This design comes from an exercise in tuning for small area and a short achievable clock period on the open sky130 flow, not from production work. Function was checked by simulation only, so behaviour that the tests miss may differ from the original. Power figures rest on the tool's default switching activity, not on a simulated workload.

==> flow/design.v, too long to show whole: its modules and the start of the top module <==
// module sab: 761 lines
module sab (
    input  wire        clk,
    input  wire        rst,         
    input  wire        ce,          
    input  wire        load,        
    input  wire        sub,         
    input  wire [13:0] a,
    input  wire [13:0] d,
    input  wire [13:0] b,
    input  wire [4:0]  ea,
    input  wire [4:0]  eb,
    input  wire        cfg_asign,
    input  wire        cfg_bsign,
    input  wire        cfg_preadd,
    input  wire        cfg_scaled,
    input  wire [5:0]  cfg_accexp,
    input  wire        cfg_accsat,
    input  wire [1:0]  cfg_ofmt,
    input  wire [5:0]  cfg_oshift,
    input  wire [1:0]  cfg_rmode,
    input  wire        cfg_osat,
    input  wire        cfg_osign,
    output reg  [41:0] out,
    output reg  [4:0]  oexp,
    output reg         satf,
    output reg         accov
);
  // ...
==> flow/flow/run.sh <==
#!/bin/bash
set -euo pipefail
cd "$(dirname "$0")/.."
export SETUP_SLACK_MARGIN=${SETUP_SLACK_MARGIN_OVERRIDE:-11}
bash standard.sh > flow_make.log 2>&1
==> flow/standard.sh <==
#!/bin/bash
# synth_recipe.tcl (not shown) runs the flow's synth.tcl, then flattens the netlist and writes it again
# the make line also repeats each setting of config.mk as NAME=value (left out here)
make -C /OpenROAD-flow-scripts/flow DESIGN_CONFIG=/design/flow/config.mk WORK_HOME=/design/flow/orfs CLKGATE_MAP_FILE= SYNTH_SCRIPT=/design/flow/synth_recipe.tcl "${@:-finish}"
==> flow/config.mk <==
export PLATFORM = sky130hd
export DESIGN_NAME = sab
export DESIGN_NICKNAME = sab
export VERILOG_FILES = /design/flow/design.v
export SDC_FILE = /design/flow/constraint.sdc
export NUM_CORES = 4
export LEC_CHECK = 0
export ABC_AREA = 1
export CAP_MARGIN = 20
export CORE_MARGIN = 2
export CORE_UTILIZATION = 55
export PLACE_DENSITY = 0.72
export SLEW_MARGIN = 20
==> flow/constraint.sdc <==
create_clock -name core_clock -period 16.0 [get_ports {clk}]
set_input_delay 3.2000 -clock core_clock [delete_from_list [all_inputs] [get_ports {clk}]]
set_output_delay 3.2000 -clock core_clock [all_outputs]
set_load 0.01 [all_outputs]
==> flow_summary.toml, run 1 <==
[placed_design]
dp_hpwl_um = 82700
dp_slack_ps = 8950
placed_area_um2 = 33000
placed_cells = 5228

[pwr]
total_power_mw = 8.87
power.group.top = "combinational logic"
p_int_mw = 4.53

[final_layout]
sh_seq_area_pct = 21.4
layout.nets = 5015
drive_above_1_share_pct = 10.6
nFillCells = 4973
multi_input_comb_area_um2 = 21600

[clock_tree]
clk_latency_ps = 590
cts.sinks = 301

[routing]
dr.first_iter.drc_count = 3599
vias_per_cell = 6.12
route.vias.total = 33367
met2WireLength_um = 53000
drc = 0

[critical_path]
critical-path-top-delay-family = "compound AO/OA/AOI/OAI gates"
end_kind = "flip-flop"
worst_r2r_endpoint = "prod_q[28]$_DFFE_PP_"
rrSetupSlack_ps = 10640

[synthesis]
synthArstFlopShare_pct = 0
synth_commonest_cells = "nand2_1, inv_1, nand3_1, nor2_1, o21ai_0"
syn_area_um2 = 31500
synth-seq-cells = 301
synth_warnings = 1
synthSimpleGateAreaFrac_pct = 26.0
synth_area_leaders = "edfxtp_1, nand2_1, dfxtp_1, nand3_1, ha_1"

[die]
num_rows = 87

[status]
outcome = "complete, no violations"

[timing]
finalWorstSetupSlack_ps = 10510
fin_crit_ps = 5490

[hold_path]
holdPathStages = 0
==> module sab, before the edit <==
module sab (
    input  wire        clk,
    input  wire        rst,         
    input  wire        ce,          
    input  wire        load,        
    input  wire        sub,         
    input  wire [13:0] a,
    input  wire [13:0] d,
    input  wire [13:0] b,
    input  wire [4:0]  ea,
    input  wire [4:0]  eb,
    input  wire        cfg_asign,
    input  wire        cfg_bsign,
    input  wire        cfg_preadd,
    input  wire        cfg_scaled,
    input  wire [5:0]  cfg_accexp,
    input  wire        cfg_accsat,
    input  wire [1:0]  cfg_ofmt,
    input  wire [5:0]  cfg_oshift,
    input  wire [1:0]  cfg_rmode,
    input  wire        cfg_osat,
    input  wire        cfg_osign,
    output reg  [41:0] out,
    output reg  [4:0]  oexp,
    output reg         satf,
    output reg         accov
);
    reg        c_as, c_bs, c_pre, c_sc, c_accsat, c_even, c_up, c_osat, c_osign;
    reg        c_f14, c_f28, c_f42;
    reg  [5:0] c_accexp, c_oshift;
    always @(posedge clk) begin
        c_as     <= cfg_scaled | cfg_asign;      
        c_bs     <= cfg_scaled | cfg_bsign;
        c_pre    <= cfg_preadd;
        c_sc     <= cfg_scaled;
        c_accsat <= cfg_accsat;
        c_even   <= (cfg_rmode == 2'b01);
        c_up     <= (cfg_rmode == 2'b10);
        c_osat   <= cfg_osat;
        c_osign  <= cfg_osign;
        c_f14    <= (cfg_ofmt == 2'b00);
        c_f28    <= (cfg_ofmt == 2'b01);
        c_f42    <= (cfg_ofmt == 2'b10);
        c_accexp <= cfg_accexp;
        c_oshift <= cfg_oshift;
    end
    wire [5:0] c_vw  = (c_f28 ? 6'd28 : c_f42 ? 6'd42 : 6'd14) + c_oshift;   
    wire [5:0] c_rfx = 6'd14 + c_oshift;                                     
    wire [5:0] c_r0  = (c_accexp > 6'd14) ? 6'd0 : 6'd14 - c_accexp;         
    wire [5:0] c_r31 = (c_accexp > 6'd45) ? 6'd0 : 6'd45 - c_accexp;         
    wire [5:0] c_l0  = (c_accexp > 6'd14) ? 6'd42 : 6'd28 + c_accexp;        
    wire [5:0] c_l31 = (c_accexp > 6'd45) ? 6'd42 :
                       (c_accexp < 6'd3)  ? 6'd0 : c_accexp - 6'd3;          
    wire [5:0] c_l32 = (c_accexp >= 6'd4 && c_accexp <= 6'd45) ? c_accexp - 6'd4 : 6'd63;   
    wire [6:0] c_g   = {1'b0, c_accexp} + 7'd28;                             
    wire [5:0] c_ft  = c_osign ? 6'd42 - c_vw : ((c_vw > 6'd41) ? 6'd0 : 6'd41 - c_vw);
    wire [5:0] c_fas = (c_vw > 6'd41) ? 6'd63 : 6'd41 - c_vw;
    wire [5:0] c_au  = 6'd41 - c_oshift;
    wire c_near = c_even | c_up;
    wire [15:0] a_x   = {{2{c_as & a[13]}}, a};
    wire [15:0] d_x   = {{2{c_as & d[13]}}, d};
    wire [15:0] d_t   = c_pre ? (d_x ^ {16{sub}}) : 16'd0;
    wire [16:0] pre_c = {a_x, 1'b1} + {d_t, c_pre & sub};    
    wire [15:0] pre_w = pre_c[16:1];
    reg         v0, v1, v2;
    always @(posedge clk) begin
        if (rst) begin
            v0 <= 1'b0; v1 <= 1'b0; v2 <= 1'b0;
        end else if (ce) begin
            v0 <= 1'b1; v1 <= v0; v2 <= v1;
        end
    end
    reg  [15:0] pre_q;
    reg  [14:0] b_q;      
    reg  [5:0]  ep_q;
    reg         load_q;
    always @(posedge clk) begin
        if (ce) begin
            pre_q  <= pre_w;
            b_q    <= {c_bs & b[13], b};
            ep_q   <= {1'b0, ea} + {1'b0, eb};
            load_q <= load;
        end
    end
    wire [15:0] b_y = {b_q[14], b_q};
    wire bo0 = b_y[0] ^ 1'b0;
    wire bt0 = (b_y[1] & ~b_y[0] & ~1'b0) | (~b_y[1] & b_y[0] & 1'b0);
    wire bn0 = b_y[1];
    wire pp0_0 = ((bo0 & pre_q[0]) | (bt0 & 1'b0)) ^ bn0;
    wire pp0_1 = ((bo0 & pre_q[1]) | (bt0 & pre_q[0])) ^ bn0;
    wire pp0_2 = ((bo0 & pre_q[2]) | (bt0 & pre_q[1])) ^ bn0;
    wire pp0_3 = ((bo0 & pre_q[3]) | (bt0 & pre_q[2])) ^ bn0;
    wire pp0_4 = ((bo0 & pre_q[4]) | (bt0 & pre_q[3])) ^ bn0;
    wire pp0_5 = ((bo0 & pre_q[5]) | (bt0 & pre_q[4])) ^ bn0;
    wire pp0_6 = ((bo0 & pre_q[6]) | (bt0 & pre_q[5])) ^ bn0;
    wire pp0_7 = ((bo0 & pre_q[7]) | (bt0 & pre_q[6])) ^ bn0;
    wire pp0_8 = ((bo0 & pre_q[8]) | (bt0 & pre_q[7])) ^ bn0;
    wire pp0_9 = ((bo0 & pre_q[9]) | (bt0 & pre_q[8])) ^ bn0;
    wire pp0_10 = ((bo0 & pre_q[10]) | (bt0 & pre_q[9])) ^ bn0;
    wire pp0_11 = ((bo0 & pre_q[11]) | (bt0 & pre_q[10])) ^ bn0;
    wire pp0_12 = ((bo0 & pre_q[12]) | (bt0 & pre_q[11])) ^ bn0;
    wire pp0_13 = ((bo0 & pre_q[13]) | (bt0 & pre_q[12])) ^ bn0;
    wire pp0_14 = ((bo0 & pre_q[14]) | (bt0 & pre_q[13])) ^ bn0;
    wire pp0_15 = ((bo0 & pre_q[15]) | (bt0 & pre_q[14])) ^ bn0;
    wire pp0_16 = ((bo0 & pre_q[15]) | (bt0 & pre_q[15])) ^ bn0;
    wire bo1 = b_y[2] ^ b_y[1];
    wire bt1 = (b_y[3] & ~b_y[2] & ~b_y[1]) | (~b_y[3] & b_y[2] & b_y[1]);
    wire bn1 = b_y[3];
    wire pp1_0 = ((bo1 & pre_q[0]) | (bt1 & 1'b0)) ^ bn1;
    wire pp1_1 = ((bo1 & pre_q[1]) | (bt1 & pre_q[0])) ^ bn1;
    wire pp1_2 = ((bo1 & pre_q[2]) | (bt1 & pre_q[1])) ^ bn1;
    wire pp1_3 = ((bo1 & pre_q[3]) | (bt1 & pre_q[2])) ^ bn1;
    wire pp1_4 = ((bo1 & pre_q[4]) | (bt1 & pre_q[3])) ^ bn1;
    wire pp1_5 = ((bo1 & pre_q[5]) | (bt1 & pre_q[4])) ^ bn1;
    wire pp1_6 = ((bo1 & pre_q[6]) | (bt1 & pre_q[5])) ^ bn1;
    wire pp1_7 = ((bo1 & pre_q[7]) | (bt1 & pre_q[6])) ^ bn1;
    wire pp1_8 = ((bo1 & pre_q[8]) | (bt1 & pre_q[7])) ^ bn1;
    wire pp1_9 = ((bo1 & pre_q[9]) | (bt1 & pre_q[8])) ^ bn1;
    wire pp1_10 = ((bo1 & pre_q[10]) | (bt1 & pre_q[9])) ^ bn1;
    wire pp1_11 = ((bo1 & pre_q[11]) | (bt1 & pre_q[10])) ^ bn1;
    wire pp1_12 = ((bo1 & pre_q[12]) | (bt1 & pre_q[11])) ^ bn1;
    wire pp1_13 = ((bo1 & pre_q[13]) | (bt1 & pre_q[12])) ^ bn1;
    wire pp1_14 = ((bo1 & pre_q[14]) | (bt1 & pre_q[13])) ^ bn1;
    wire pp1_15 = ((bo1 & pre_q[15]) | (bt1 & pre_q[14])) ^ bn1;
    wire pp1_16 = ((bo1 & pre_q[15]) | (bt1 & pre_q[15])) ^ bn1;
    wire bo2 = b_y[4] ^ b_y[3];
    wire bt2 = (b_y[5] & ~b_y[4] & ~b_y[3]) | (~b_y[5] & b_y[4] & b_y[3]);
    wire bn2 = b_y[5];
    wire pp2_0 = ((bo2 & pre_q[0]) | (bt2 & 1'b0)) ^ bn2;
    wire pp2_1 = ((bo2 & pre_q[1]) | (bt2 & pre_q[0])) ^ bn2;
    wire pp2_2 = ((bo2 & pre_q[2]) | (bt2 & pre_q[1])) ^ bn2;
    wire pp2_3 = ((bo2 & pre_q[3]) | (bt2 & pre_q[2])) ^ bn2;
    wire pp2_4 = ((bo2 & pre_q[4]) | (bt2 & pre_q[3])) ^ bn2;
    wire pp2_5 = ((bo2 & pre_q[5]) | (bt2 & pre_q[4])) ^ bn2;
    wire pp2_6 = ((bo2 & pre_q[6]) | (bt2 & pre_q[5])) ^ bn2;
    wire pp2_7 = ((bo2 & pre_q[7]) | (bt2 & pre_q[6])) ^ bn2;
    wire pp2_8 = ((bo2 & pre_q[8]) | (bt2 & pre_q[7])) ^ bn2;
    wire pp2_9 = ((bo2 & pre_q[9]) | (bt2 & pre_q[8])) ^ bn2;
    wire pp2_10 = ((bo2 & pre_q[10]) | (bt2 & pre_q[9])) ^ bn2;
    wire pp2_11 = ((bo2 & pre_q[11]) | (bt2 & pre_q[10])) ^ bn2;
    wire pp2_12 = ((bo2 & pre_q[12]) | (bt2 & pre_q[11])) ^ bn2;
    wire pp2_13 = ((bo2 & pre_q[13]) | (bt2 & pre_q[12])) ^ bn2;
    wire pp2_14 = ((bo2 & pre_q[14]) | (bt2 & pre_q[13])) ^ bn2;
    wire pp2_15 = ((bo2 & pre_q[15]) | (bt2 & pre_q[14])) ^ bn2;
    wire pp2_16 = ((bo2 & pre_q[15]) | (bt2 & pre_q[15])) ^ bn2;
    wire bo3 = b_y[6] ^ b_y[5];
    wire bt3 = (b_y[7] & ~b_y[6] & ~b_y[5]) | (~b_y[7] & b_y[6] & b_y[5]);
    wire bn3 = b_y[7];
    wire pp3_0 = ((bo3 & pre_q[0]) | (bt3 & 1'b0)) ^ bn3;
    wire pp3_1 = ((bo3 & pre_q[1]) | (bt3 & pre_q[0])) ^ bn3;
    wire pp3_2 = ((bo3 & pre_q[2]) | (bt3 & pre_q[1])) ^ bn3;
    wire pp3_3 = ((bo3 & pre_q[3]) | (bt3 & pre_q[2])) ^ bn3;
    wire pp3_4 = ((bo3 & pre_q[4]) | (bt3 & pre_q[3])) ^ bn3;
    wire pp3_5 = ((bo3 & pre_q[5]) | (bt3 & pre_q[4])) ^ bn3;
    wire pp3_6 = ((bo3 & pre_q[6]) | (bt3 & pre_q[5])) ^ bn3;
    wire pp3_7 = ((bo3 & pre_q[7]) | (bt3 & pre_q[6])) ^ bn3;
    wire pp3_8 = ((bo3 & pre_q[8]) | (bt3 & pre_q[7])) ^ bn3;
    wire pp3_9 = ((bo3 & pre_q[9]) | (bt3 & pre_q[8])) ^ bn3;
    wire pp3_10 = ((bo3 & pre_q[10]) | (bt3 & pre_q[9])) ^ bn3;
    wire pp3_11 = ((bo3 & pre_q[11]) | (bt3 & pre_q[10])) ^ bn3;
    wire pp3_12 = ((bo3 & pre_q[12]) | (bt3 & pre_q[11])) ^ bn3;
    wire pp3_13 = ((bo3 & pre_q[13]) | (bt3 & pre_q[12])) ^ bn3;
    wire pp3_14 = ((bo3 & pre_q[14]) | (bt3 & pre_q[13])) ^ bn3;
    wire pp3_15 = ((bo3 & pre_q[15]) | (bt3 & pre_q[14])) ^ bn3;
    wire pp3_16 = ((bo3 & pre_q[15]) | (bt3 & pre_q[15])) ^ bn3;
    wire bo4 = b_y[8] ^ b_y[7];
    wire bt4 = (b_y[9] & ~b_y[8] & ~b_y[7]) | (~b_y[9] & b_y[8] & b_y[7]);
    wire bn4 = b_y[9];
    wire pp4_0 = ((bo4 & pre_q[0]) | (bt4 & 1'b0)) ^ bn4;
    wire pp4_1 = ((bo4 & pre_q[1]) | (bt4 & pre_q[0])) ^ bn4;
    wire pp4_2 = ((bo4 & pre_q[2]) | (bt4 & pre_q[1])) ^ bn4;
    wire pp4_3 = ((bo4 & pre_q[3]) | (bt4 & pre_q[2])) ^ bn4;
    wire pp4_4 = ((bo4 & pre_q[4]) | (bt4 & pre_q[3])) ^ bn4;
    wire pp4_5 = ((bo4 & pre_q[5]) | (bt4 & pre_q[4])) ^ bn4;
    wire pp4_6 = ((bo4 & pre_q[6]) | (bt4 & pre_q[5])) ^ bn4;
    wire pp4_7 = ((bo4 & pre_q[7]) | (bt4 & pre_q[6])) ^ bn4;
    wire pp4_8 = ((bo4 & pre_q[8]) | (bt4 & pre_q[7])) ^ bn4;
    wire pp4_9 = ((bo4 & pre_q[9]) | (bt4 & pre_q[8])) ^ bn4;
    wire pp4_10 = ((bo4 & pre_q[10]) | (bt4 & pre_q[9])) ^ bn4;
    wire pp4_11 = ((bo4 & pre_q[11]) | (bt4 & pre_q[10])) ^ bn4;
    wire pp4_12 = ((bo4 & pre_q[12]) | (bt4 & pre_q[11])) ^ bn4;
    wire pp4_13 = ((bo4 & pre_q[13]) | (bt4 & pre_q[12])) ^ bn4;
    wire pp4_14 = ((bo4 & pre_q[14]) | (bt4 & pre_q[13])) ^ bn4;
    wire pp4_15 = ((bo4 & pre_q[15]) | (bt4 & pre_q[14])) ^ bn4;
    wire pp4_16 = ((bo4 & pre_q[15]) | (bt4 & pre_q[15])) ^ bn4;
    wire bo5 = b_y[10] ^ b_y[9];
    wire bt5 = (b_y[11] & ~b_y[10] & ~b_y[9]) | (~b_y[11] & b_y[10] & b_y[9]);
    wire bn5 = b_y[11];
    wire pp5_0 = ((bo5 & pre_q[0]) | (bt5 & 1'b0)) ^ bn5;
    wire pp5_1 = ((bo5 & pre_q[1]) | (bt5 & pre_q[0])) ^ bn5;
    wire pp5_2 = ((bo5 & pre_q[2]) | (bt5 & pre_q[1])) ^ bn5;
    wire pp5_3 = ((bo5 & pre_q[3]) | (bt5 & pre_q[2])) ^ bn5;
    wire pp5_4 = ((bo5 & pre_q[4]) | (bt5 & pre_q[3])) ^ bn5;
    wire pp5_5 = ((bo5 & pre_q[5]) | (bt5 & pre_q[4])) ^ bn5;
    wire pp5_6 = ((bo5 & pre_q[6]) | (bt5 & pre_q[5])) ^ bn5;
    wire pp5_7 = ((bo5 & pre_q[7]) | (bt5 & pre_q[6])) ^ bn5;
    wire pp5_8 = ((bo5 & pre_q[8]) | (bt5 & pre_q[7])) ^ bn5;
    wire pp5_9 = ((bo5 & pre_q[9]) | (bt5 & pre_q[8])) ^ bn5;
    wire pp5_10 = ((bo5 & pre_q[10]) | (bt5 & pre_q[9])) ^ bn5;
    wire pp5_11 = ((bo5 & pre_q[11]) | (bt5 & pre_q[10])) ^ bn5;
    wire pp5_12 = ((bo5 & pre_q[12]) | (bt5 & pre_q[11])) ^ bn5;
    wire pp5_13 = ((bo5 & pre_q[13]) | (bt5 & pre_q[12])) ^ bn5;
    wire pp5_14 = ((bo5 & pre_q[14]) | (bt5 & pre_q[13])) ^ bn5;
    wire pp5_15 = ((bo5 & pre_q[15]) | (bt5 & pre_q[14])) ^ bn5;
    wire pp5_16 = ((bo5 & pre_q[15]) | (bt5 & pre_q[15])) ^ bn5;
    wire bo6 = b_y[12] ^ b_y[11];
    wire bt6 = (b_y[13] & ~b_y[12] & ~b_y[11]) | (~b_y[13] & b_y[12] & b_y[11]);
    wire bn6 = b_y[13];
    wire pp6_0 = ((bo6 & pre_q[0]) | (bt6 & 1'b0)) ^ bn6;
    wire pp6_1 = ((bo6 & pre_q[1]) | (bt6 & pre_q[0])) ^ bn6;
    wire pp6_2 = ((bo6 & pre_q[2]) | (bt6 & pre_q[1])) ^ bn6;
    wire pp6_3 = ((bo6 & pre_q[3]) | (bt6 & pre_q[2])) ^ bn6;
    wire pp6_4 = ((bo6 & pre_q[4]) | (bt6 & pre_q[3])) ^ bn6;
    wire pp6_5 = ((bo6 & pre_q[5]) | (bt6 & pre_q[4])) ^ bn6;
    wire pp6_6 = ((bo6 & pre_q[6]) | (bt6 & pre_q[5])) ^ bn6;
    wire pp6_7 = ((bo6 & pre_q[7]) | (bt6 & pre_q[6])) ^ bn6;
    wire pp6_8 = ((bo6 & pre_q[8]) | (bt6 & pre_q[7])) ^ bn6;
    wire pp6_9 = ((bo6 & pre_q[9]) | (bt6 & pre_q[8])) ^ bn6;
    wire pp6_10 = ((bo6 & pre_q[10]) | (bt6 & pre_q[9])) ^ bn6;
    wire pp6_11 = ((bo6 & pre_q[11]) | (bt6 & pre_q[10])) ^ bn6;
    wire pp6_12 = ((bo6 & pre_q[12]) | (bt6 & pre_q[11])) ^ bn6;
    wire pp6_13 = ((bo6 & pre_q[13]) | (bt6 & pre_q[12])) ^ bn6;
    wire pp6_14 = ((bo6 & pre_q[14]) | (bt6 & pre_q[13])) ^ bn6;
    wire pp6_15 = ((bo6 & pre_q[15]) | (bt6 & pre_q[14])) ^ bn6;
    wire pp6_16 = ((bo6 & pre_q[15]) | (bt6 & pre_q[15])) ^ bn6;
    wire bo7 = b_y[14] ^ b_y[13];
    wire bt7 = (b_y[15] & ~b_y[14] & ~b_y[13]) | (~b_y[15] & b_y[14] & b_y[13]);
    wire bn7 = b_y[15];
    wire pp7_0 = ((bo7 & pre_q[0]) | (bt7 & 1'b0)) ^ bn7;
    wire pp7_1 = ((bo7 & pre_q[1]) | (bt7 & pre_q[0])) ^ bn7;
    wire pp7_2 = ((bo7 & pre_q[2]) | (bt7 & pre_q[1])) ^ bn7;
    wire pp7_3 = ((bo7 & pre_q[3]) | (bt7 & pre_q[2])) ^ bn7;
    wire pp7_4 = ((bo7 & pre_q[4]) | (bt7 & pre_q[3])) ^ bn7;
    wire pp7_5 = ((bo7 & pre_q[5]) | (bt7 & pre_q[4])) ^ bn7;
    wire pp7_6 = ((bo7 & pre_q[6]) | (bt7 & pre_q[5])) ^ bn7;
    wire pp7_7 = ((bo7 & pre_q[7]) | (bt7 & pre_q[6])) ^ bn7;
    wire pp7_8 = ((bo7 & pre_q[8]) | (bt7 & pre_q[7])) ^ bn7;
    wire pp7_9 = ((bo7 & pre_q[9]) | (bt7 & pre_q[8])) ^ bn7;
    wire pp7_10 = ((bo7 & pre_q[10]) | (bt7 & pre_q[9])) ^ bn7;
    wire pp7_11 = ((bo7 & pre_q[11]) | (bt7 & pre_q[10])) ^ bn7;
    wire pp7_12 = ((bo7 & pre_q[12]) | (bt7 & pre_q[11])) ^ bn7;
    wire pp7_13 = ((bo7 & pre_q[13]) | (bt7 & pre_q[12])) ^ bn7;
    wire pp7_14 = ((bo7 & pre_q[14]) | (bt7 & pre_q[13])) ^ bn7;
    wire pp7_15 = ((bo7 & pre_q[15]) | (bt7 & pre_q[14])) ^ bn7;
    wire pp7_16 = ((bo7 & pre_q[15]) | (bt7 & pre_q[15])) ^ bn7;
    wire m_s1 = pp0_10 ^ pp1_8;
    wire m_c2 = pp0_10 & pp1_8;
    wire m_s3 = pp0_11 ^ pp1_9;
    wire m_c4 = pp0_11 & pp1_9;
    wire m_s5 = pp0_12 ^ pp1_10 ^ pp2_8;
    wire m_c6 = (pp0_12 & pp1_10) | (pp0_12 & pp2_8) | (pp1_10 & pp2_8);
    wire m_s7 = pp3_6 ^ pp4_4;
    wire m_c8 = pp3_6 & pp4_4;
    wire m_s9 = pp0_13 ^ pp1_11 ^ pp2_9;
    wire m_c10 = (pp0_13 & pp1_11) | (pp0_13 & pp2_9) | (pp1_11 & pp2_9);
    wire m_s11 = pp3_7 ^ pp4_5;
    wire m_c12 = pp3_7 & pp4_5;
    wire m_s13 = pp0_14 ^ pp1_12 ^ pp2_10;
    wire m_c14 = (pp0_14 & pp1_12) | (pp0_14 & pp2_10) | (pp1_12 & pp2_10);
    wire m_s15 = pp3_8 ^ pp4_6 ^ pp5_4;
    wire m_c16 = (pp3_8 & pp4_6) | (pp3_8 & pp5_4) | (pp4_6 & pp5_4);
    wire m_s17 = pp6_2 ^ pp7_0;
    wire m_c18 = pp6_2 & pp7_0;
    wire m_s19 = pp0_15 ^ pp1_13 ^ pp2_11;
    wire m_c20 = (pp0_15 & pp1_13) | (pp0_15 & pp2_11) | (pp1_13 & pp2_11);
    wire m_s21 = pp3_9 ^ pp4_7 ^ pp5_5;
    wire m_c22 = (pp3_9 & pp4_7) | (pp3_9 & pp5_5) | (pp4_7 & pp5_5);
    wire m_s23 = pp6_3 ^ pp7_1;
    wire m_c24 = pp6_3 & pp7_1;
    wire m_s25 = ~pp0_16 ^ pp1_14 ^ pp2_12;
    wire m_c26 = (~pp0_16 & pp1_14) | (~pp0_16 & pp2_12) | (pp1_14 & pp2_12);
    wire m_s27 = pp3_10 ^ pp4_8 ^ pp5_6;
    wire m_c28 = (pp3_10 & pp4_8) | (pp3_10 & pp5_6) | (pp4_8 & pp5_6);
    wire m_s29 = pp6_4 ^ pp7_2 ^ 1'b1;
    wire m_c30 = (pp6_4 & pp7_2) | (pp6_4 & 1'b1) | (pp7_2 & 1'b1);
    wire m_s31 = pp1_15 ^ pp2_13 ^ pp3_11;
    wire m_c32 = (pp1_15 & pp2_13) | (pp1_15 & pp3_11) | (pp2_13 & pp3_11);
    wire m_s33 = pp4_9 ^ pp5_7 ^ pp6_5;
    wire m_c34 = (pp4_9 & pp5_7) | (pp4_9 & pp6_5) | (pp5_7 & pp6_5);
    wire m_s35 = pp7_3 ^ 1'b1;
    wire m_c36 = pp7_3 & 1'b1;
    wire m_s37 = ~pp1_16 ^ pp2_14 ^ pp3_12;
    wire m_c38 = (~pp1_16 & pp2_14) | (~pp1_16 & pp3_12) | (pp2_14 & pp3_12);
    wire m_s39 = pp4_10 ^ pp5_8 ^ pp6_6;
    wire m_c40 = (pp4_10 & pp5_8) | (pp4_10 & pp6_6) | (pp5_8 & pp6_6);
    wire m_s41 = pp2_15 ^ pp3_13 ^ pp4_11;
    wire m_c42 = (pp2_15 & pp3_13) | (pp2_15 & pp4_11) | (pp3_13 & pp4_11);
    wire m_s43 = pp5_9 ^ pp6_7;
    wire m_c44 = pp5_9 & pp6_7;
    wire m_s45 = ~pp2_16 ^ pp3_14 ^ pp4_12;
    wire m_c46 = (~pp2_16 & pp3_14) | (~pp2_16 & pp4_12) | (pp3_14 & pp4_12);
    wire m_s47 = pp3_15 ^ pp4_13;
    wire m_c48 = pp3_15 & pp4_13;
    wire m_s49 = pp0_6 ^ pp1_4;
    wire m_c50 = pp0_6 & pp1_4;
    wire m_s51 = pp0_7 ^ pp1_5;
    wire m_c52 = pp0_7 & pp1_5;
    wire m_s53 = pp0_8 ^ pp1_6 ^ pp2_4;
    wire m_c54 = (pp0_8 & pp1_6) | (pp0_8 & pp2_4) | (pp1_6 & pp2_4);
    wire m_s55 = pp3_2 ^ pp4_0;
    wire m_c56 = pp3_2 & pp4_0;
    wire m_s57 = pp0_9 ^ pp1_7 ^ pp2_5;
    wire m_c58 = (pp0_9 & pp1_7) | (pp0_9 & pp2_5) | (pp1_7 & pp2_5);
    wire m_s59 = pp3_3 ^ pp4_1;
    wire m_c60 = pp3_3 & pp4_1;
    wire m_s61 = m_s1 ^ pp2_6 ^ pp3_4;
    wire m_c62 = (m_s1 & pp2_6) | (m_s1 & pp3_4) | (pp2_6 & pp3_4);
    wire m_s63 = pp4_2 ^ pp5_0 ^ bn5;
    wire m_c64 = (pp4_2 & pp5_0) | (pp4_2 & bn5) | (pp5_0 & bn5);
    wire m_s65 = m_c2 ^ m_s3 ^ pp2_7;
    wire m_c66 = (m_c2 & m_s3) | (m_c2 & pp2_7) | (m_s3 & pp2_7);
    wire m_s67 = pp3_5 ^ pp4_3 ^ pp5_1;
    wire m_c68 = (pp3_5 & pp4_3) | (pp3_5 & pp5_1) | (pp4_3 & pp5_1);
    wire m_s69 = m_c4 ^ m_s5 ^ m_s7;
    wire m_c70 = (m_c4 & m_s5) | (m_c4 & m_s7) | (m_s5 & m_s7);
    wire m_s71 = pp5_2 ^ pp6_0 ^ bn6;
    wire m_c72 = (pp5_2 & pp6_0) | (pp5_2 & bn6) | (pp6_0 & bn6);
    wire m_s73 = m_c6 ^ m_c8 ^ m_s9;
    wire m_c74 = (m_c6 & m_c8) | (m_c6 & m_s9) | (m_c8 & m_s9);
    wire m_s75 = m_s11 ^ pp5_3 ^ pp6_1;
    wire m_c76 = (m_s11 & pp5_3) | (m_s11 & pp6_1) | (pp5_3 & pp6_1);
    wire m_s77 = m_c10 ^ m_c12 ^ m_s13;
    wire m_c78 = (m_c10 & m_c12) | (m_c10 & m_s13) | (m_c12 & m_s13);
    wire m_s79 = m_s15 ^ m_s17 ^ bn7;
    wire m_c80 = (m_s15 & m_s17) | (m_s15 & bn7) | (m_s17 & bn7);
    wire m_s81 = m_c14 ^ m_c16 ^ m_c18;
    wire m_c82 = (m_c14 & m_c16) | (m_c14 & m_c18) | (m_c16 & m_c18);
    wire m_s83 = m_s19 ^ m_s21 ^ m_s23;
    wire m_c84 = (m_s19 & m_s21) | (m_s19 & m_s23) | (m_s21 & m_s23);
    wire m_s85 = m_c20 ^ m_c22 ^ m_c24;
    wire m_c86 = (m_c20 & m_c22) | (m_c20 & m_c24) | (m_c22 & m_c24);
    wire m_s87 = m_s25 ^ m_s27 ^ m_s29;
    wire m_c88 = (m_s25 & m_s27) | (m_s25 & m_s29) | (m_s27 & m_s29);
    wire m_s89 = m_c26 ^ m_c28 ^ m_c30;
    wire m_c90 = (m_c26 & m_c28) | (m_c26 & m_c30) | (m_c28 & m_c30);
    wire m_s91 = m_s31 ^ m_s33 ^ m_s35;
    wire m_c92 = (m_s31 & m_s33) | (m_s31 & m_s35) | (m_s33 & m_s35);
    wire m_s93 = m_c32 ^ m_c34 ^ m_c36;
    wire m_c94 = (m_c32 & m_c34) | (m_c32 & m_c36) | (m_c34 & m_c36);
    wire m_s95 = m_s37 ^ m_s39 ^ pp7_4;
    wire m_c96 = (m_s37 & m_s39) | (m_s37 & pp7_4) | (m_s39 & pp7_4);
    wire m_s97 = m_c38 ^ m_c40 ^ m_s41;
    wire m_c98 = (m_c38 & m_c40) | (m_c38 & m_s41) | (m_c40 & m_s41);
    wire m_s99 = m_s43 ^ pp7_5 ^ 1'b1;
    wire m_c100 = (m_s43 & pp7_5) | (m_s43 & 1'b1) | (pp7_5 & 1'b1);
    wire m_s101 = m_c42 ^ m_c44 ^ m_s45;
    wire m_c102 = (m_c42 & m_c44) | (m_c42 & m_s45) | (m_c44 & m_s45);
    wire m_s103 = pp5_10 ^ pp6_8 ^ pp7_6;
    wire m_c104 = (pp5_10 & pp6_8) | (pp5_10 & pp7_6) | (pp6_8 & pp7_6);
    wire m_s105 = m_c46 ^ m_s47 ^ pp5_11;
    wire m_c106 = (m_c46 & m_s47) | (m_c46 & pp5_11) | (m_s47 & pp5_11);
    wire m_s107 = pp6_9 ^ pp7_7 ^ 1'b1;
    wire m_c108 = (pp6_9 & pp7_7) | (pp6_9 & 1'b1) | (pp7_7 & 1'b1);
    wire m_s109 = m_c48 ^ ~pp3_16 ^ pp4_14;
    wire m_c110 = (m_c48 & ~pp3_16) | (m_c48 & pp4_14) | (~pp3_16 & pp4_14);
    wire m_s111 = pp5_12 ^ pp6_10 ^ pp7_8;
    wire m_c112 = (pp5_12 & pp6_10) | (pp5_12 & pp7_8) | (pp6_10 & pp7_8);
    wire m_s113 = pp4_15 ^ pp5_13 ^ pp6_11;
    wire m_c114 = (pp4_15 & pp5_13) | (pp4_15 & pp6_11) | (pp5_13 & pp6_11);
    wire m_s115 = pp7_9 ^ 1'b1;
    wire m_c116 = pp7_9 & 1'b1;
    wire m_s117 = ~pp4_16 ^ pp5_14 ^ pp6_12;
    wire m_c118 = (~pp4_16 & pp5_14) | (~pp4_16 & pp6_12) | (pp5_14 & pp6_12);
    wire m_s119 = pp5_15 ^ pp6_13;
    wire m_c120 = pp5_15 & pp6_13;
    wire m_s121 = pp0_4 ^ pp1_2;
    wire m_c122 = pp0_4 & pp1_2;
    wire m_s123 = pp0_5 ^ pp1_3;
    wire m_c124 = pp0_5 & pp1_3;
    wire m_s125 = m_s49 ^ pp2_2 ^ pp3_0;
    wire m_c126 = (m_s49 & pp2_2) | (m_s49 & pp3_0) | (pp2_2 & pp3_0);
    wire m_s127 = m_c50 ^ m_s51 ^ pp2_3;
    wire m_c128 = (m_c50 & m_s51) | (m_c50 & pp2_3) | (m_s51 & pp2_3);
    wire m_s129 = m_c52 ^ m_s53 ^ m_s55;
    wire m_c130 = (m_c52 & m_s53) | (m_c52 & m_s55) | (m_s53 & m_s55);
    wire m_s131 = m_c54 ^ m_c56 ^ m_s57;
    wire m_c132 = (m_c54 & m_c56) | (m_c54 & m_s57) | (m_c56 & m_s57);
    wire m_s133 = m_c58 ^ m_c60 ^ m_s61;
    wire m_c134 = (m_c58 & m_c60) | (m_c58 & m_s61) | (m_c60 & m_s61);
    wire m_s135 = m_c62 ^ m_c64 ^ m_s65;
    wire m_c136 = (m_c62 & m_c64) | (m_c62 & m_s65) | (m_c64 & m_s65);
    wire m_s137 = m_c66 ^ m_c68 ^ m_s69;
    wire m_c138 = (m_c66 & m_c68) | (m_c66 & m_s69) | (m_c68 & m_s69);
    wire m_s139 = m_c70 ^ m_c72 ^ m_s73;
    wire m_c140 = (m_c70 & m_c72) | (m_c70 & m_s73) | (m_c72 & m_s73);
    wire m_s141 = m_c74 ^ m_c76 ^ m_s77;
    wire m_c142 = (m_c74 & m_c76) | (m_c74 & m_s77) | (m_c76 & m_s77);
    wire m_s143 = m_c78 ^ m_c80 ^ m_s81;
    wire m_c144 = (m_c78 & m_c80) | (m_c78 & m_s81) | (m_c80 & m_s81);
    wire m_s145 = m_c82 ^ m_c84 ^ m_s85;
    wire m_c146 = (m_c82 & m_c84) | (m_c82 & m_s85) | (m_c84 & m_s85);
    wire m_s147 = m_c86 ^ m_c88 ^ m_s89;
    wire m_c148 = (m_c86 & m_c88) | (m_c86 & m_s89) | (m_c88 & m_s89);
    wire m_s149 = m_c90 ^ m_c92 ^ m_s93;
    wire m_c150 = (m_c90 & m_c92) | (m_c90 & m_s93) | (m_c92 & m_s93);
    wire m_s151 = m_c94 ^ m_c96 ^ m_s97;
    wire m_c152 = (m_c94 & m_c96) | (m_c94 & m_s97) | (m_c96 & m_s97);
    wire m_s153 = m_c98 ^ m_c100 ^ m_s101;
    wire m_c154 = (m_c98 & m_c100) | (m_c98 & m_s101) | (m_c100 & m_s101);
    wire m_s155 = m_c102 ^ m_c104 ^ m_s105;
    wire m_c156 = (m_c102 & m_c104) | (m_c102 & m_s105) | (m_c104 & m_s105);
    wire m_s157 = m_c106 ^ m_c108 ^ m_s109;
    wire m_c158 = (m_c106 & m_c108) | (m_c106 & m_s109) | (m_c108 & m_s109);
    wire m_s159 = m_c110 ^ m_c112 ^ m_s113;
    wire m_c160 = (m_c110 & m_c112) | (m_c110 & m_s113) | (m_c112 & m_s113);
    wire m_s161 = m_c114 ^ m_c116 ^ m_s117;
    wire m_c162 = (m_c114 & m_c116) | (m_c114 & m_s117) | (m_c116 & m_s117);
    wire m_s163 = m_c118 ^ m_s119 ^ pp7_11;
    wire m_c164 = (m_c118 & m_s119) | (m_c118 & pp7_11) | (m_s119 & pp7_11);
    wire m_s165 = m_c120 ^ ~pp5_16 ^ pp6_14;
    wire m_c166 = (m_c120 & ~pp5_16) | (m_c120 & pp6_14) | (~pp5_16 & pp6_14);
    wire m_s167 = pp6_15 ^ pp7_13;
    wire m_c168 = pp6_15 & pp7_13;
    wire m_s169 = pp0_2 ^ pp1_0;
    wire m_c170 = pp0_2 & pp1_0;
    wire m_s171 = pp0_3 ^ pp1_1;
    wire m_c172 = pp0_3 & pp1_1;
    wire m_s173 = m_s121 ^ pp2_0 ^ bn2;
    wire m_c174 = (m_s121 & pp2_0) | (m_s121 & bn2) | (pp2_0 & bn2);
    wire m_s175 = m_c122 ^ m_s123 ^ pp2_1;
    wire m_c176 = (m_c122 & m_s123) | (m_c122 & pp2_1) | (m_s123 & pp2_1);
    wire m_s177 = m_c124 ^ m_s125 ^ bn3;
    wire m_c178 = (m_c124 & m_s125) | (m_c124 & bn3) | (m_s125 & bn3);
    wire m_s179 = m_c126 ^ m_s127 ^ pp3_1;
    wire m_c180 = (m_c126 & m_s127) | (m_c126 & pp3_1) | (m_s127 & pp3_1);
    wire m_s181 = m_c128 ^ m_s129 ^ bn4;
    wire m_c182 = (m_c128 & m_s129) | (m_c128 & bn4) | (m_s129 & bn4);
    wire m_s183 = m_c130 ^ m_s131 ^ m_s59;
    wire m_c184 = (m_c130 & m_s131) | (m_c130 & m_s59) | (m_s131 & m_s59);
    wire m_s185 = m_c132 ^ m_s133 ^ m_s63;
    wire m_c186 = (m_c132 & m_s133) | (m_c132 & m_s63) | (m_s133 & m_s63);
    wire m_s187 = m_c134 ^ m_s135 ^ m_s67;
    wire m_c188 = (m_c134 & m_s135) | (m_c134 & m_s67) | (m_s135 & m_s67);
    wire m_s189 = m_c136 ^ m_s137 ^ m_s71;
    wire m_c190 = (m_c136 & m_s137) | (m_c136 & m_s71) | (m_s137 & m_s71);
    wire m_s191 = m_c138 ^ m_s139 ^ m_s75;
    wire m_c192 = (m_c138 & m_s139) | (m_c138 & m_s75) | (m_s139 & m_s75);
    wire m_s193 = m_c140 ^ m_s141 ^ m_s79;
    wire m_c194 = (m_c140 & m_s141) | (m_c140 & m_s79) | (m_s141 & m_s79);
    wire m_s195 = m_c142 ^ m_s143 ^ m_s83;
    wire m_c196 = (m_c142 & m_s143) | (m_c142 & m_s83) | (m_s143 & m_s83);
    wire m_s197 = m_c144 ^ m_s145 ^ m_s87;
    wire m_c198 = (m_c144 & m_s145) | (m_c144 & m_s87) | (m_s145 & m_s87);
    wire m_s199 = m_c146 ^ m_s147 ^ m_s91;
    wire m_c200 = (m_c146 & m_s147) | (m_c146 & m_s91) | (m_s147 & m_s91);
    wire m_s201 = m_c148 ^ m_s149 ^ m_s95;
    wire m_c202 = (m_c148 & m_s149) | (m_c148 & m_s95) | (m_s149 & m_s95);
    wire m_s203 = m_c150 ^ m_s151 ^ m_s99;
    wire m_c204 = (m_c150 & m_s151) | (m_c150 & m_s99) | (m_s151 & m_s99);
    wire m_s205 = m_c152 ^ m_s153 ^ m_s103;
    wire m_c206 = (m_c152 & m_s153) | (m_c152 & m_s103) | (m_s153 & m_s103);
    wire m_s207 = m_c154 ^ m_s155 ^ m_s107;
    wire m_c208 = (m_c154 & m_s155) | (m_c154 & m_s107) | (m_s155 & m_s107);
    wire m_s209 = m_c156 ^ m_s157 ^ m_s111;
    wire m_c210 = (m_c156 & m_s157) | (m_c156 & m_s111) | (m_s157 & m_s111);
    wire m_s211 = m_c158 ^ m_s159 ^ m_s115;
    wire m_c212 = (m_c158 & m_s159) | (m_c158 & m_s115) | (m_s159 & m_s115);
    wire m_s213 = m_c160 ^ m_s161 ^ pp7_10;
    wire m_c214 = (m_c160 & m_s161) | (m_c160 & pp7_10) | (m_s161 & pp7_10);
    wire m_s215 = m_c162 ^ m_s163 ^ 1'b1;
    wire m_c216 = (m_c162 & m_s163) | (m_c162 & 1'b1) | (m_s163 & 1'b1);
    wire m_s217 = m_c164 ^ m_s165 ^ pp7_12;
    wire m_c218 = (m_c164 & m_s165) | (m_c164 & pp7_12) | (m_s165 & pp7_12);
    wire m_s219 = m_c166 ^ m_s167 ^ 1'b1;
    wire m_c220 = (m_c166 & m_s167) | (m_c166 & 1'b1) | (m_s167 & 1'b1);
    wire m_s221 = m_c168 ^ ~pp6_16 ^ pp7_14;
    wire m_c222 = (m_c168 & ~pp6_16) | (m_c168 & pp7_14) | (~pp6_16 & pp7_14);
    wire m_s223 = pp7_15 ^ 1'b1;
    wire m_c224 = pp7_15 & 1'b1;
    wire [29:0] m_ra = {m_c222, m_c220, m_c218, m_c216, m_c214, m_c212, m_c210, m_c208, m_c206, m_c204, m_c202, m_c200, m_c198, m_c196, m_c194, m_c192, m_c190, m_c188, m_c186, m_c184, m_c182, m_c180, m_c178, m_c176, m_c174, m_c172, m_c170, m_s169, pp0_1, pp0_0};
    wire [29:0] m_rb = {m_s223, m_s221, m_s219, m_s217, m_s215, m_s213, m_s211, m_s209, m_s207, m_s205, m_s203, m_s201, m_s199, m_s197, m_s195, m_s193, m_s191, m_s189, m_s187, m_s185, m_s183, m_s181, m_s179, m_s177, m_s175, m_s173, m_s171, bn1, 1'b0, bn0};
    wire [29:0] prod_w = m_ra + m_rb;
    wire [6:0] ax43 = {1'b0, c_accexp} + 7'd43;
    wire [6:0] sa_w = ({1'b0, ep_q} > ax43)             ? 7'd0 :
                      ({1'b0, ep_q} + 7'd31 < {1'b0, c_accexp}) ? 7'd74 :
                      ax43 - {1'b0, ep_q};
    reg  [29:0] prod_q;
    reg  [6:0]  sa_q;
    reg         load1_q;
    always @(posedge clk) begin
        if (ce) begin
            prod_q  <= prod_w;
            sa_q    <= sa_w;
            load1_q <= load_q;
        end
    end
    wire signed [73:0] z_al  = {prod_q, 44'd0};
    wire        [73:0] z_sh  = z_al >>> sa_q;
    wire        [42:0] al_fl = z_sh[43:1];
    wire               al_hf = z_sh[0];
    wire        [29:0] p_xs  = prod_q ^ {30{prod_q[29]}};
    reg                al_st, al_big;
    integer            i;
    always @* begin
        al_st  = 1'b0;
        for (i = 0; i < 30; i = i + 1)
            if ({1'b0, sa_q} >= i + 45) al_st = al_st | prod_q[i];
        al_big = (sa_q == 7'd0) & prod_q[29];
        for (i = 0; i < 29; i = i + 1)
            if ({1'b0, sa_q} <= i + 1) al_big = al_big | p_xs[i];
    end
    wire al_up = al_hf & (c_up | (c_even & (al_st | al_fl[0])));
    reg  [42:0] al_q;
    reg         alup_q, albig_q, alneg_q, load2_q;
    always @(posedge clk) begin
        if (ce) begin
            al_q    <= al_fl;
            alup_q  <= al_up;
            albig_q <= al_big;
            alneg_q <= prod_q[29];
            load2_q <= load1_q;
        end
    end
    reg  [41:0] acc;
    reg         accov_q;
    wire [42:0] addend = c_sc ? al_q : {{13{prod_q[29]}}, prod_q};
    wire        add_up = c_sc & alup_q;
    wire        big    = c_sc & albig_q;
    wire        ld     = c_sc ? load2_q : load1_q;
    wire [43:0] base   = ld ? 44'd0 : {{2{acc[41]}}, acc};
    wire [44:0] sum_c  = {base, 1'b1} + {addend[42], addend, add_up};    
    wire [43:0] sum    = sum_c[44:1];
    wire        s_neg  = big ? alneg_q : sum[43];
    wire        ovf    = big | (sum[43:41] != 3'b000 && sum[43:41] != 3'b111);
    wire [41:0] acc_w  = (ovf & c_accsat) ? {s_neg, {41{~s_neg}}} : sum[41:0];
    wire        v_in   = c_sc ? v2 : v1;     
    always @(posedge clk) begin
        if (rst | (ce & !v_in)) begin
            acc <= 42'd0; accov_q <= 1'b0;
        end else if (ce) begin
            acc     <= acc_w;
            accov_q <= ovf;
        end
    end
    wire [63:0] lz_y = {acc[40:0] ^ {41{acc[41]}}, 1'b1, 22'd0};
    wire lz_v0_0 = lz_y[63] | lz_y[62];
    wire lz_c0_0 = ~lz_y[63];
    wire lz_v0_1 = lz_y[61] | lz_y[60];
    wire lz_c0_1 = ~lz_y[61];
    wire lz_v0_2 = lz_y[59] | lz_y[58];
    wire lz_c0_2 = ~lz_y[59];
    wire lz_v0_3 = lz_y[57] | lz_y[56];
    wire lz_c0_3 = ~lz_y[57];
    wire lz_v0_4 = lz_y[55] | lz_y[54];
    wire lz_c0_4 = ~lz_y[55];
    wire lz_v0_5 = lz_y[53] | lz_y[52];
    wire lz_c0_5 = ~lz_y[53];
    wire lz_v0_6 = lz_y[51] | lz_y[50];
    wire lz_c0_6 = ~lz_y[51];
    wire lz_v0_7 = lz_y[49] | lz_y[48];
    wire lz_c0_7 = ~lz_y[49];
    wire lz_v0_8 = lz_y[47] | lz_y[46];
    wire lz_c0_8 = ~lz_y[47];
    wire lz_v0_9 = lz_y[45] | lz_y[44];
    wire lz_c0_9 = ~lz_y[45];
    wire lz_v0_10 = lz_y[43] | lz_y[42];
    wire lz_c0_10 = ~lz_y[43];
    wire lz_v0_11 = lz_y[41] | lz_y[40];
    wire lz_c0_11 = ~lz_y[41];
    wire lz_v0_12 = lz_y[39] | lz_y[38];
    wire lz_c0_12 = ~lz_y[39];
    wire lz_v0_13 = lz_y[37] | lz_y[36];
    wire lz_c0_13 = ~lz_y[37];
    wire lz_v0_14 = lz_y[35] | lz_y[34];
    wire lz_c0_14 = ~lz_y[35];
    wire lz_v0_15 = lz_y[33] | lz_y[32];
    wire lz_c0_15 = ~lz_y[33];
    wire lz_v0_16 = lz_y[31] | lz_y[30];
    wire lz_c0_16 = ~lz_y[31];
    wire lz_v0_17 = lz_y[29] | lz_y[28];
    wire lz_c0_17 = ~lz_y[29];
    wire lz_v0_18 = lz_y[27] | lz_y[26];
    wire lz_c0_18 = ~lz_y[27];
    wire lz_v0_19 = lz_y[25] | lz_y[24];
    wire lz_c0_19 = ~lz_y[25];
    wire lz_v0_20 = lz_y[23] | lz_y[22];
    wire lz_c0_20 = ~lz_y[23];
    wire lz_v0_21 = lz_y[21] | lz_y[20];
    wire lz_c0_21 = ~lz_y[21];
    wire lz_v0_22 = lz_y[19] | lz_y[18];
    wire lz_c0_22 = ~lz_y[19];
    wire lz_v0_23 = lz_y[17] | lz_y[16];
    wire lz_c0_23 = ~lz_y[17];
    wire lz_v0_24 = lz_y[15] | lz_y[14];
    wire lz_c0_24 = ~lz_y[15];
    wire lz_v0_25 = lz_y[13] | lz_y[12];
    wire lz_c0_25 = ~lz_y[13];
    wire lz_v0_26 = lz_y[11] | lz_y[10];
    wire lz_c0_26 = ~lz_y[11];
    wire lz_v0_27 = lz_y[9] | lz_y[8];
    wire lz_c0_27 = ~lz_y[9];
    wire lz_v0_28 = lz_y[7] | lz_y[6];
    wire lz_c0_28 = ~lz_y[7];
    wire lz_v0_29 = lz_y[5] | lz_y[4];
    wire lz_c0_29 = ~lz_y[5];
    wire lz_v0_30 = lz_y[3] | lz_y[2];
    wire lz_c0_30 = ~lz_y[3];
    wire lz_v0_31 = lz_y[1] | lz_y[0];
    wire lz_c0_31 = ~lz_y[1];
    wire lz_v1_0 = lz_v0_0 | lz_v0_1;
    wire [1:0] lz_c1_0 = lz_v0_0 ? {1'b0, lz_c0_0} : {1'b1, lz_c0_1};
    wire lz_v1_1 = lz_v0_2 | lz_v0_3;
    wire [1:0] lz_c1_1 = lz_v0_2 ? {1'b0, lz_c0_2} : {1'b1, lz_c0_3};
    wire lz_v1_2 = lz_v0_4 | lz_v0_5;
    wire [1:0] lz_c1_2 = lz_v0_4 ? {1'b0, lz_c0_4} : {1'b1, lz_c0_5};
    wire lz_v1_3 = lz_v0_6 | lz_v0_7;
    wire [1:0] lz_c1_3 = lz_v0_6 ? {1'b0, lz_c0_6} : {1'b1, lz_c0_7};
    wire lz_v1_4 = lz_v0_8 | lz_v0_9;
    wire [1:0] lz_c1_4 = lz_v0_8 ? {1'b0, lz_c0_8} : {1'b1, lz_c0_9};
    wire lz_v1_5 = lz_v0_10 | lz_v0_11;
    wire [1:0] lz_c1_5 = lz_v0_10 ? {1'b0, lz_c0_10} : {1'b1, lz_c0_11};
    wire lz_v1_6 = lz_v0_12 | lz_v0_13;
    wire [1:0] lz_c1_6 = lz_v0_12 ? {1'b0, lz_c0_12} : {1'b1, lz_c0_13};
    wire lz_v1_7 = lz_v0_14 | lz_v0_15;
    wire [1:0] lz_c1_7 = lz_v0_14 ? {1'b0, lz_c0_14} : {1'b1, lz_c0_15};
    wire lz_v1_8 = lz_v0_16 | lz_v0_17;
    wire [1:0] lz_c1_8 = lz_v0_16 ? {1'b0, lz_c0_16} : {1'b1, lz_c0_17};
    wire lz_v1_9 = lz_v0_18 | lz_v0_19;
    wire [1:0] lz_c1_9 = lz_v0_18 ? {1'b0, lz_c0_18} : {1'b1, lz_c0_19};
    wire lz_v1_10 = lz_v0_20 | lz_v0_21;
    wire [1:0] lz_c1_10 = lz_v0_20 ? {1'b0, lz_c0_20} : {1'b1, lz_c0_21};
    wire lz_v1_11 = lz_v0_22 | lz_v0_23;
    wire [1:0] lz_c1_11 = lz_v0_22 ? {1'b0, lz_c0_22} : {1'b1, lz_c0_23};
    wire lz_v1_12 = lz_v0_24 | lz_v0_25;
    wire [1:0] lz_c1_12 = lz_v0_24 ? {1'b0, lz_c0_24} : {1'b1, lz_c0_25};
    wire lz_v1_13 = lz_v0_26 | lz_v0_27;
    wire [1:0] lz_c1_13 = lz_v0_26 ? {1'b0, lz_c0_26} : {1'b1, lz_c0_27};
    wire lz_v1_14 = lz_v0_28 | lz_v0_29;
    wire [1:0] lz_c1_14 = lz_v0_28 ? {1'b0, lz_c0_28} : {1'b1, lz_c0_29};
    wire lz_v1_15 = lz_v0_30 | lz_v0_31;
    wire [1:0] lz_c1_15 = lz_v0_30 ? {1'b0, lz_c0_30} : {1'b1, lz_c0_31};
    wire lz_v2_0 = lz_v1_0 | lz_v1_1;
    wire [2:0] lz_c2_0 = lz_v1_0 ? {1'b0, lz_c1_0} : {1'b1, lz_c1_1};
    wire lz_v2_1 = lz_v1_2 | lz_v1_3;
    wire [2:0] lz_c2_1 = lz_v1_2 ? {1'b0, lz_c1_2} : {1'b1, lz_c1_3};
    wire lz_v2_2 = lz_v1_4 | lz_v1_5;
    wire [2:0] lz_c2_2 = lz_v1_4 ? {1'b0, lz_c1_4} : {1'b1, lz_c1_5};
    wire lz_v2_3 = lz_v1_6 | lz_v1_7;
    wire [2:0] lz_c2_3 = lz_v1_6 ? {1'b0, lz_c1_6} : {1'b1, lz_c1_7};
    wire lz_v2_4 = lz_v1_8 | lz_v1_9;
    wire [2:0] lz_c2_4 = lz_v1_8 ? {1'b0, lz_c1_8} : {1'b1, lz_c1_9};
    wire lz_v2_5 = lz_v1_10 | lz_v1_11;
    wire [2:0] lz_c2_5 = lz_v1_10 ? {1'b0, lz_c1_10} : {1'b1, lz_c1_11};
    wire lz_v2_6 = lz_v1_12 | lz_v1_13;
    wire [2:0] lz_c2_6 = lz_v1_12 ? {1'b0, lz_c1_12} : {1'b1, lz_c1_13};
    wire lz_v2_7 = lz_v1_14 | lz_v1_15;
    wire [2:0] lz_c2_7 = lz_v1_14 ? {1'b0, lz_c1_14} : {1'b1, lz_c1_15};
    wire lz_v3_0 = lz_v2_0 | lz_v2_1;
    wire [3:0] lz_c3_0 = lz_v2_0 ? {1'b0, lz_c2_0} : {1'b1, lz_c2_1};
    wire lz_v3_1 = lz_v2_2 | lz_v2_3;
    wire [3:0] lz_c3_1 = lz_v2_2 ? {1'b0, lz_c2_2} : {1'b1, lz_c2_3};
    wire lz_v3_2 = lz_v2_4 | lz_v2_5;
    wire [3:0] lz_c3_2 = lz_v2_4 ? {1'b0, lz_c2_4} : {1'b1, lz_c2_5};
    wire lz_v3_3 = lz_v2_6 | lz_v2_7;
    wire [3:0] lz_c3_3 = lz_v2_6 ? {1'b0, lz_c2_6} : {1'b1, lz_c2_7};
    wire lz_v4_0 = lz_v3_0 | lz_v3_1;
    wire [4:0] lz_c4_0 = lz_v3_0 ? {1'b0, lz_c3_0} : {1'b1, lz_c3_1};
    wire lz_v4_1 = lz_v3_2 | lz_v3_3;
    wire [4:0] lz_c4_1 = lz_v3_2 ? {1'b0, lz_c3_2} : {1'b1, lz_c3_3};
    wire lz_v5_0 = lz_v4_0 | lz_v4_1;
    wire [5:0] lz_c5_0 = lz_v4_0 ? {1'b0, lz_c4_0} : {1'b1, lz_c4_1};
    wire [5:0] lz_c = lz_c5_0;
    wire [5:0] lz       = lz_c[5:0];
    wire       acc_zero = (acc == 42'd0);
    wire       acc_neg  = acc[41];
    wire       c0_w     = acc_zero | (lz > c_l0);
    wire       c31_w    = !c0_w & (lz < c_l31);
    wire       f32_w    = !c0_w & (lz == c_l32);
    wire [4:0] g0_e     = c_g[4:0] - lz[4:0];
    wire [4:0] g0_w     = c0_w ? 5'd0 : c31_w ? 5'd31 : g0_e;
    wire [5:0] r_sc     = c0_w ? c_r0 : c31_w ? c_r31 : 6'd42 - lz;
    wire [5:0] r_w      = c_sc ? r_sc : c_rfx;
    wire       fx_fit_w = (lz >= c_ft) & (c_osign | !acc_neg);
    wire       fx_alt_w = acc_neg & (c_osign ? (lz == c_fas) : (lz >= c_au));
    reg  [41:0] acc_d;
    reg         accov_d;
    reg  [5:0]  r_q;
    reg  [4:0]  g0_q;
    reg         c0_q, uncl_q, f32_q, fxfit_q, fxalt_q;
    always @(posedge clk) begin
        if (ce) begin
            acc_d   <= acc;
            accov_d <= accov_q;
            r_q     <= r_w;
            g0_q    <= g0_w;
            c0_q    <= c0_w;
            uncl_q  <= !c0_w & !c31_w;
            f32_q   <= f32_w;
            fxfit_q <= fx_fit_w;
            fxalt_q <= fx_alt_w;
        end
    end
    wire signed [57:0] y_o  = {acc_d, 16'd0};
    wire        [57:0] y_sh = y_o >>> r_q;
    wire        [27:0] q    = y_sh[29:2];
    wire               hf   = y_sh[1];
    wire               qt   = y_sh[0];
    reg                st;
    integer            m;
    always @* begin
        st = 1'b0;
        for (m = 0; m < 42; m = m + 1)
            if ({1'b0, r_q} >= m + 17) st = st | acc_d[m];
    end
    wire        up   = hf & (c_up | (c_even & (qt | st | q[0])));
    wire [27:0] r    = q + {27'd0, up};
    wire        c13  = up & (&q[12:0]);     
    wire        c14  = c13 & q[13];
    wire        c27  = up & (&q[26:0]);
    wire        c28  = c27 & q[27];
    wire        cw1  = c_f14 ? c13 : c27;           
    wire        cw   = c_f14 ? c14 : c28;           
    wire        qw1  = c_f14 ? q[13] : q[27];       
    wire        fx_fit = c_f42 ? (c_osign | ~acc_d[41]) :
                         c_osign ? (fxfit_q ? !(cw1 & !qw1) : (fxalt_q & cw1 & !qw1))
                                 : (fxfit_q ? !cw : (fxalt_q & cw));
    wire [41:0] fx_r   = {acc_d[41:28], r};
    reg  [41:0] fx_hi, fx_res, fx_out;
    integer     n;
    always @* begin
        fx_hi = c_f14 ? {28'd0, ~c_osign, {13{1'b1}}} :
                c_f28 ? {14'd0, ~c_osign, {27{1'b1}}} :
                        {~c_osign, {41{1'b1}}};
        if (fx_fit | ~c_osat)
            fx_res = fx_r;
        else if (acc_d[41])    
            fx_res = c_osign ? ~fx_hi : 42'd0;
        else
            fx_res = fx_hi;
        fx_out = fx_res;
        if (c_f14)
            for (n = 14; n < 42; n = n + 1) fx_out[n] = c_osign & fx_res[13];
        if (c_f28)
            for (n = 28; n < 42; n = n + 1) fx_out[n] = c_osign & fx_res[27];
    end
    wire        adj_p  = uncl_q & up & (q[13:0] == 14'h1fff);          
    wire        adj_m  = uncl_q & (g0_q != 5'd0) & c_near & hf & qt &
                         (q[13:0] == 14'h2fff);                         
    wire        f31    = f32_q & c_near & hf & (q[14:0] == 15'h5fff);   
    wire        g31    = (g0_q == 5'd31);
    wire        sc_fit = c0_q | (uncl_q & !(adj_p & g31)) | f31;
    wire [4:0]  sc_exp = (adj_p & !g31) ? g0_q + 5'd1 : adj_m ? g0_q - 5'd1 : g0_q;
    wire [13:0] sc_m   = (adj_p & !g31) ? 14'd4096 : adj_m ? 14'h2000 : r[13:0];
    wire [13:0] sc_res = (sc_fit | ~c_osat) ? sc_m : (acc_d[41] ? 14'h2000 : 14'h1fff);
    always @(posedge clk) begin
        if (rst | (ce & !v0)) begin
            out <= 42'd0; oexp <= 5'd0; satf <= 1'b0; accov <= 1'b0;
        end else if (ce) begin
            if (c_sc) begin
                out  <= {{28{sc_res[13]}}, sc_res};
                oexp <= sc_exp;
                satf <= !sc_fit;
            end else begin
                out  <= fx_out;
                oexp <= 5'd0;
                satf <= !fx_fit;
            end
            accov <= accov_d;
        end
    end
endmodule
==> run 2, diff against run 1 <==
--- a/flow/design.v
+++ b/flow/design.v
@@ -62,4 +62,14 @@
     wire [15:0] d_t   = c_pre ? (d_x ^ {16{sub}}) : 16'd0;
-    wire [16:0] pre_c = {a_x, 1'b1} + {d_t, c_pre & sub};    
-    wire [15:0] pre_w = pre_c[16:1];
+    wire        pre_ci = c_pre & sub;
+    wire [4:0] pre_w_b0 = {1'b0, a_x[3:0]} + {1'b0, d_t[3:0]} + {4'd0, pre_ci};
+    wire [4:0] pre_w_z1 = {1'b0, a_x[7:4]} + {1'b0, d_t[7:4]};
+    wire [4:0] pre_w_o1 = {1'b0, a_x[7:4]} + {1'b0, d_t[7:4]} + 5'd1;
+    wire [4:0] pre_w_b1 = pre_w_b0[4] ? pre_w_o1 : pre_w_z1;
+    wire [4:0] pre_w_z2 = {1'b0, a_x[11:8]} + {1'b0, d_t[11:8]};
+    wire [4:0] pre_w_o2 = {1'b0, a_x[11:8]} + {1'b0, d_t[11:8]} + 5'd1;
+    wire [4:0] pre_w_b2 = pre_w_b1[4] ? pre_w_o2 : pre_w_z2;
+    wire [4:0] pre_w_z3 = {1'b0, a_x[15:12]} + {1'b0, d_t[15:12]};
+    wire [4:0] pre_w_o3 = {1'b0, a_x[15:12]} + {1'b0, d_t[15:12]} + 5'd1;
+    wire [4:0] pre_w_b3 = pre_w_b2[4] ? pre_w_o3 : pre_w_z3;
+    wire [15:0] pre_w = {pre_w_b3[3:0], pre_w_b2[3:0], pre_w_b1[3:0], pre_w_b0[3:0]};
     reg         v0, v1, v2;
@@ -527,3 +537,3 @@
     always @(posedge clk) begin
-        if (rst | (ce & !v_in)) begin
+        if (rst | !v_in) begin           
             acc <= 42'd0; accov_q <= 1'b0;
@@ -745,3 +755,3 @@
     always @(posedge clk) begin
-        if (rst | (ce & !v0)) begin
+        if (rst | !v0) begin             
             out <= 42'd0; oexp <= 5'd0; satf <= 1'b0; accov <= 1'b0;
--- a/flow/config.mk
+++ b/flow/config.mk
@@ -10,4 +10,4 @@
 export CORE_MARGIN = 2
-export CORE_UTILIZATION = 55
-export PLACE_DENSITY = 0.72
+export CORE_UTILIZATION = 40
+export PLACE_DENSITY = 0.6
 export SLEW_MARGIN = 20
==> run 2 against run 1 <==
  * Hold slack improved by 28 ps
  * Global-route usage down 9.9 points
  * First-iteration DRC count fell by 2.7%
  * Die area up 40%
  * Sequential cell count stayed put
  * Power up 5.8%
  * Still clean on timing, DRC and antenna
  * Highest routed layer is now met5
  * Combinational power is 6.6% higher
==> flow_summary.toml, run 2 <==
[synthesis]
synth_area_leaders = "edfxtp_1, nand2_1, dfxtp_1, nand3_1, ha_1"
synth_commonest_cells = "nand2_1, inv_1, nand3_1, nor2_1, o21ai_0"
yosysSeqAreaShare_pct = 24.3
synth_top_cell_by_area = "edfxtp_1"
syn_area_um2 = 32300
synthArstFlopShare_pct = 0
syn_inst = 4700
synth.distinct_cells = 72
synth_edf_count = 182
synth_flop_cell = "edfxtp_1"
synth_nets = 5055
synth-seq-cells = 301
yosys.cell_count.top_type = "nand2_1"
yosys.area.top_type_share_pct = 16.9
synth_warnings = 1
syn_avg_cell_area_um2 = 6.87

[global_route]
grt_pass1_wl_um = 178000
overflow = 0
antenna_found_initial = 3
grt_max_degree = 149
grtUsageTotal_pct = 27.5
grt_pass1_vias = 30672

[timing]
tightest_slew_ps = 1040
final_max_slew_viol_count = 0
fin_crit_sh_pct = 31.8
max_freq_ghz = 0.197
rsz0062_at_grt = "true"
finalHoldViolCount = 0
setup_viol = 0
fin_crit_ps = 5080
setup_tns_ps = 0
clock_skew_ps = 32.7
slew_headroom_pct = 30.5

[placed_design]
placement.io_buffers = 128
dp_hpwl_um = 88600
gp_congestion = 1.02

[critical_path]
critPathRequiredTime_ps = 16310
worst-setup-path-type = "flip-flop to flip-flop"
end_kind = "flip-flop"
cp-start-kind = "flip-flop"
rr_worst_depth = 20
worst_r2r_endpoint = "prod_q[25]$_DFFE_PP_"
r2r_start = "b_q[1]$_DFFE_PP_"
rrSetupSlack_ps = 10920
crit_arrival_ps = 5400
crit_fanout = 4

[final_layout]
layout.nets = 5161
mostFrequentLayoutCells = "nand2_1, inv_1, nand3_1"
regMostFlops = "al_q"
area_growth_pct = 16.6
largest_reg_flops = 43
drive_above_1_share_pct = 11.3
fin_util_pct = 46.9
final_common_cell = "nand2_1"

[die]
num_rows = 104
start_util_pct = 40.2
pin_count = 129
die_x_um = 288
coreArea_um2 = 80300
die_area_um2 = 83000
die_height_um = 288

[job]
cap_viol_max_count = 0

[routing]
vias_per_cell = 5.66
dr.first_iter.drc_count = 3502
wire_per_inst_um = 20.0
route.vias.total = 33380
routed_wl_um = 118000
drt_pass1_iterations = 6
ant_nets = 0
drc = 0

[clock_tree]
htree_num_levels = 2
cts_buffer_depth = 3
tritoncts = "yes"
cts_buffers = 39
cts.sinks = 301
root_buffer = "clkbuf_16"
clk_latency_ps = 580
clk_transition_reported_paths_ps = 70

[hold_path]
hp-class = "flip-flop to flip-flop"
hp-start = "accov_q$_SDFFE_PP0P_"
hold_end = "accov_d$_DFFE_PP_"
holdPathStages = 0

[pwr]
ir_worst_vdd_mv = 0.301
leakage_nw = 16.9
powerDensity_nw_per_um2 = 249
total_power_mw = 9.39

[status]
outcome = "complete, no violations"
run 2: worst max-delay path by stage:
stage,startpoint,to,slack (ps),depth (start not counted)
6_report,b_q[1]$_DFFE_PP_,prod_q[25]$_DFFE_PP_,10920,20
5_1_grt,b_q[7]$_DFFE_PP_,prod_q[28]$_DFFE_PP_,10700,22
3_3_place_gp,sub,pre_q[15]$_DFFE_PP_,9340,17
3_5_place_dp,sub,pre_q[15]$_DFFE_PP_,9330,17
4_1_cts,b_q[3]$_DFFE_PP_,prod_q[28]$_DFFE_PP_,10910,24
2_1_floorplan,sub,pre_q[15]$_DFFE_PP_,10580,17
run 2: layer usage:
| layer | global-route usage [%] | vias to the layer above | wire length (µm) |
|---|---|---|---|
| met4 | 10.5 | 2 | 5130 |
| met1 | 37.0 | 15634 | 50300 |
| met5 | 0 | - | 13 |
| li1 | - | 16005 | - |
| met2 | 44.9 | 1451 | 54000 |
| met3 | 3.49 | 288 | 8670 |
run 2: critical path, cell delays in order (launching register included):
cell      delay, ps
edfxtp_1        470
nor2_2          160
buf_4           130
o21ai_4          80
buf_6           130
buf_4           140
o22ai_2         120
xor2_1          240
fa_2            490
fa_1            490
inv_1            60
fa_2            540
fa_1            460
ha_4            240
buf_4           140
a21oi_2         110
a21boi_4        260
o21ai_2         100
a21boi_2        240
o21ai_1         100
xor2_1          150
run 2: repair_timing:
item / in CTS / in global routing
hold buffers: 0 / 0
setup endpoints to repair: 134 / 105
cloned: 3 / 5
pin swaps: 83 / 57
buffers inserted: 89 / 39
gates resized for setup: 187 / 95
run 2: kinds of logic after synthesis:
logic type               after synthesis  share of synthesized area [%]
AND/OR/NAND/NOR                     2105                           28.2
XOR/XNOR                             255                           6.92
multiplexers                          33                           1.03
buffers and inverters                770                           9.66
flip-flops                           301                           24.3
adder cells (fa/ha/maj)              275                           12.8
AO/OA/AOI/OAI                        961                           17.1
run 2: cell type report:
type	count	area (µm²)
antenna	2	5.00
clock buffer	46	1030
clock inverter	24	244
fill	8133	42600
inverter	540	2150
multi-input combinational	3634	22300
sequential	301	7850
tap	1060	1330
timing repair buffer	289	2780
timing repair inverter	1	5.00
run 2: where the power goes:
group          internal [mW]  switching (mW)
logic                   3.11            4.02
clock network          0.516           0.379
registers               1.21           0.155
total                   4.83            4.56
run 2: through the flow:
stage	instances	setup WS, ps	hold slack [ps]	instance area [µm²]
after CTS	5849	10910	452	36900
after global routing	5895	10700	464	37700
after detailed placement	5687	9330	432	34100
after floorplan	4700	10580	400	32500
final	5897	10920	448	37700
after global placement	5687	9340	431	34100

## afterwards: timing with drivers on the ports
Ports are ideal in the flow. The routed layouts listed here were re-timed in OpenROAD.
Step 1 assumes that a clkbuf_16 drives the clock port and a buf_2 every other input.
Step 2 moves the port delays by t, midway between the first and last clock arrival at a register: inputs arrive t later, outputs are due t later. That takes back most of the time a late clock gives input paths.
a / b / c = no drivers / after step 1 / after step 2; a / b = the first two.
run | t, ns | setup WS [ns] | clock arrival spread, ns
run 1 | 0.634 | 10.513 / 10.498 / 9.864 | 0.033 / 0.032
run 2 | 0.638 | 10.917 / 10.917 / 10.399 | 0.040 / 0.040
After both steps setup and hold are still met in every run listed. The setup slack of run 1, which loses most, moves by -0.015 ns with the drivers and by -0.649 ns with both steps.
